Source: an optimization exercise on an open RTL-to-GDS flow (aim: small area, a short achievable clock period and few clock cycles per item). Production flows keep margins and buffers that such runs may drop.
Function was checked by simulation only, so behaviour that the tests miss may differ from the original.
Power is estimated from default activity; no workload was simulated.

## ryunt_rs_dec
module ryunt_rs_dec (
  input  wire       clk,
  input  wire       rst,         
  input  wire       in_valid,
  output wire       in_ready,
  input  wire [7:0] in_data,
  input  wire       in_erase,
  output wire       out_valid,
  output wire [7:0] out_data,
  output wire       out_last,
  output wire       out_fail,
  output wire [2:0] out_ncorr
);
  localparam integer RING  = 135;
  localparam integer PORTS = 9;
  localparam integer SP    = 15;
  function [7:0] gf_mul(input [7:0] a, input [7:0] b);
    integer i;
    reg [7:0] p, aa;
    begin
      p  = 8'h00;
      aa = a;
      for (i = 0; i < 8; i = i + 1) begin
        if (b[i]) p = p ^ aa;
        aa = {aa[6:0], 1'b0} ^ (aa[7] ? 8'h1d : 8'h00);
      end
      gf_mul = p;
    end
  endfunction
  function [3:0] g4_mul(input [3:0] a, input [3:0] b);
    integer n; reg [3:0] p, aa;
    begin
      p = 4'h0; aa = a;
      for (n = 0; n < 4; n = n + 1) begin
        if (b[n]) p = p ^ aa;
        aa = {aa[2:0], 1'b0} ^ (aa[3] ? 4'h3 : 4'h0);
      end
      g4_mul = p;
    end
  endfunction
  function [3:0] g4_inv(input [3:0] a);
    case (a)
      4'h0: g4_inv = 4'h0;
      4'h1: g4_inv = 4'h1;
      4'h2: g4_inv = 4'h9;
      4'h3: g4_inv = 4'he;
      4'h4: g4_inv = 4'hd;
      4'h5: g4_inv = 4'hb;
      4'h6: g4_inv = 4'h7;
      4'h7: g4_inv = 4'h6;
      4'h8: g4_inv = 4'hf;
      4'h9: g4_inv = 4'h2;
      4'ha: g4_inv = 4'hc;
      4'hb: g4_inv = 4'h5;
      4'hc: g4_inv = 4'ha;
      4'hd: g4_inv = 4'h4;
      4'he: g4_inv = 4'h3;
      4'hf: g4_inv = 4'h8;
      default: g4_inv = 4'h0;
    endcase
  endfunction
  function [7:0] gf_inv(input [7:0] a);
    reg [7:0] c; reg [3:0] d, di; reg [7:0] e;
    begin
  ...
export LEC_CHECK = 0
export CAP_MARGIN = 20
export CORE_MARGIN = 2
export CORE_UTILIZATION = 60
export CTS_BUF_LIST = sky130_fd_sc_hd__clkbuf_16
export CTS_CLUSTER_DIAMETER = 60
export CTS_CLUSTER_SIZE = 24
export SLEW_MARGIN = 20
create_clock -name core_clock -period 12.0 [get_ports {clk}]
standard.sh (not shown) runs the stock make flow with config.mk's settings and CLKGATE_MAP_FILE= SYNTH_SCRIPT=/design/flow/synth_recipe.tcl, a recipe that flattens the netlist after the stock synthesis.
==> flow/flow/run.sh <==
#!/bin/bash
# The standard ORFS layout (the standard.sh, unchanged scripts and SDC),
# with timing repair asked to leave a setup margin of 8 ns at the design's
# 12 ns clock, so that the layout's achieved period comes out near 4 ns.
# make's full output goes to flow_make.log here; ORFS's own per-step logs
# stay under orfs/logs.
set -euo pipefail
bash standard.sh SETUP_SLACK_MARGIN=8 finish > flow_make.log 2>&1
Testbench counts at the start, summed over its fixed seeds: cycles 268,705, items 1,600.
Change:
--- a/flow/design.v
+++ b/flow/design.v
@@ -208,37 +208,37 @@
       cap_pending <= wr ? cap1 : cap0;
       res_valid <= resv_n;
       rdy_q <= wr ? rdy1 : rdy0;
       wsel  <= wr ? wsel1 : wsel0;
     end
   end
   reg [7:0] sacc [0:5];    
   reg [7:0] gacc [1:6];    
   reg [2:0] ecnt;          
   reg       b0_pend, b0_e;
   reg [7:0] b0_d;
   reg [7:0] Q [1:6];       
-  reg [7:0] acc, dbinv;     
+  reg [7:0] acc, cc, dbinv;
   reg       lc;
   reg [3:0] blen;
   reg [2:0] r, li, si, oj;
   reg [2:0] r_n, li_n, si_n, oj_n;
   reg [6:0] li_oh;         
   reg [5:0] si_oh, oj_oh;
   reg [7:0] k;
   reg [2:0] nfound, ldeg_q;
   reg       efail, fast;
   reg [1:0] fl;
   reg       pend;                        
-  reg [7:0] pd_om, pd_odd;
+  reg [7:0] pd_pos, pd_om, pd_odd;
   reg       p1v, p2v;
   reg [7:0] p1pos, p1om, p1odd, p2pos, p2om, p2inv;
   reg       p15v, dbupd;
   reg [7:0] p15pos, p15om;
   reg       res_fail;
   reg [2:0] res_ncorr, res_n;
   reg [7:0] cpos [0:5];
   reg [7:0] cval [0:5];
   function [7:0] selS(input [2:0] x);
     case (x)
       3'd0: selS = sacc[0]; 3'd1: selS = sacc[1]; 3'd2: selS = sacc[2];
       3'd3: selS = sacc[3]; 3'd4: selS = sacc[4]; 3'd5: selS = sacc[5];
@@ -270,29 +270,29 @@
     for (j = 1; j < 7; j = j + 1) begin
       oL0 = oL0 | ({8{li_oh[j]}} & gacc[j]);           
       oL1 = oL1 | ({8{li_oh[j-1]}} & gacc[j]);         
       oQ0 = oQ0 | ({8{li_oh[j]}} & Q[j]);              
       if (j < 6) oQ1 = oQ1 | ({8{li_oh[j+1]}} & Q[j]);  
     end
     for (j = 0; j < 6; j = j + 1) begin
       oS0 = oS0 | ({8{si_oh[j]}} & sacc[j]);           
       if (j < 5) oS1 = oS1 | ({8{si_oh[j+1]}} & sacc[j]);  
     end
   end
   wire       s_dot = s_bmd || s_om;
-  wire [7:0] ma1 = ({8{s_dot}} & oL0) | ({8{s_bmc || s_bmu}} & acc) |
+  wire [7:0] ma1 = ({8{s_dot}} & oL0) | ({8{s_bmc}} & acc) | ({8{s_bmu}} & cc) |
                    ({8{!(s_dot || s_bmc || s_bmu)}} & p2om);
   wire [7:0] mb1 = ({8{s_dot}} & oS0) | ({8{s_bmc}} & dbinv) | ({8{s_bmu}} & oQ0) |
                    ({8{!(s_dot || s_bmc || s_bmu)}} & p2inv);
-  wire [7:0] ma2 = ({8{s_dot}} & oL1) | ({8{s_bmu}} & acc);
+  wire [7:0] ma2 = ({8{s_dot}} & oL1) | ({8{s_bmu}} & cc);
   wire [7:0] mb2 = ({8{s_dot}} & oS1) | ({8{s_bmu}} & oQ1);
   wire [7:0] mp1 = gf_mul(ma1, mb1);
   wire [7:0] mp2 = gf_mul(ma2, mb2);
   wire [7:0]  inv_in = s_bmc ? acc : p1odd;
   reg  [11:0] inva;
   always @(posedge clk) inva <= gf_inv_a(inv_in);
   wire [7:0]  inv_out = gf_inv_b(inva);
   reg [7:0] N [1:6];
   reg [7:0] N2 [1:6];
   reg [7:0] NU [1:5];
   reg [7:0] NU2 [1:5];
   reg [7:0] lsum1, odd1, osum1, lsum2, odd2, osum2;
@@ -403,34 +403,35 @@
     p2om  <= p15om;
     p2inv <= inv_out;
     dbupd <= s_bmc && (acc != 8'h00) && lc_now;
     if (dbupd) dbinv <= inv_out;
     if (p2v) begin
       cpos[res_n] <= p2pos;
       cval[res_n] <= mp1;
       res_n <= res_n + 3'd1;
     end
     p1v <= 1'b0;
     if (pend) begin
       p1v    <= 1'b1;
-      p1pos  <= k + 8'd1;
+      p1pos  <= pd_pos;
       p1om   <= pd_om;
       p1odd  <= pd_odd;
     end else if (s_ch) begin
       p1v    <= rootx;
       p1pos  <= root1 ? k : k - 8'd1;
       p1om   <= root1 ? osum1 : osum2;
       p1odd  <= root1 ? odd1 : odd2;
     end
     pend   <= s_ch && !pend && root1 && root2;
+    pd_pos <= k - 8'd1;
     pd_om  <= osum2;
     pd_odd <= odd2;
     if (wr) begin
       if (first && acc_busy) begin
         b0_pend <= 1'b1;
         b0_d    <= in_data;
         b0_e    <= in_erase;
       end else begin
         b0_pend <= 1'b0;
         for (j = 0; j < 6; j = j + 1)
           sacc[j] <= (first ? 8'h00 : gf_mul(bs[j], alpha_pow(j))) ^ in_data;
         for (j = 1; j < 7; j = j + 1)
@@ -451,25 +452,25 @@
         res_n     <= 3'd0;
         res_ncorr <= 3'd0;
       end
     end
     if (s_bmd) begin
       acc <= acc ^ mp1 ^ mp2;
     end
     if (s_bmc) begin
       if (acc == 8'h00) begin
         Q[1] <= 8'h00;
         for (j = 2; j < 7; j = j + 1) Q[j] <= Q[j-1];
       end else begin
-        acc <= mp1;
+        cc <= mp1;
         lc <= lc_now;
         if (lc_now)
           blen  <= {1'b0, r} + {1'b0, ecnt} - blen;
       end
     end
     if (s_bmu) begin
       for (j = 1; j < 7; j = j + 1) begin
         if (li_oh[j]) gacc[j] <= gacc[j] ^ mp1;
         if (j < 6 && li_oh[j+1]) gacc[j] <= gacc[j] ^ mp2;
         if (j >= 2 && (li_oh[j-1] || li_oh[j])) Q[j] <= lc ? gacc[j-1] : Q[j-1];
       end
       if (li_oh[1] || li_oh[2]) Q[1] <= lc ? 8'h01 : 8'h00;
Wire length fell by a few percent.
Via count fell by a few percent.
Clock power fell by a few percent.
Design area fell slightly.
Setup slack loses 0.016 ns.
Final cell count fell slightly.
Power fell by a little under a tenth.
Die area fell slightly.
Utilization fell by 0.28 points.
Count of clock-buffer cells in the layout fell by 5.
Global-route usage fell by 0.91 points.
Sequential power fell slightly.
Synthesized area fell slightly.
Testbench counts after the change, summed over its fixed seeds: cycles 268,705, items 1,600.

static timing again, ports no longer ideal:
Ports are ideal in the flow. The routed layouts listed here were re-timed in OpenROAD. Step 1 sets driving cells, clkbuf_16 on the clock port and buf_2 on the other inputs (assumed; they add their load-dependent delay and slew). Step 2 moves the port delays by t, midway between the first and last clock arrival at a register: inputs arrive t later, outputs are due t later. That takes back most of the time a late clock gives input paths. Slacks: no drivers / after step 1 / after step 2; pairs: no drivers / after step 1.
run	shift t [ns]	setup slack, ns	hold WS [ns]	slew at the worst register clock pin (ns)
the first run	0.784	7.927 / 7.927 / 7.315	0.286 / 0.286 / 0.286	0.09 / 0.09
the second run	0.758	7.911 / 7.911 / 7.322	0.300 / 0.300 / 0.300	0.09 / 0.09
After both steps setup and hold are still met in every run listed. The setup slack of the first run, which loses most, moves by 0.000 ns with the drivers and by -0.612 ns with both steps.
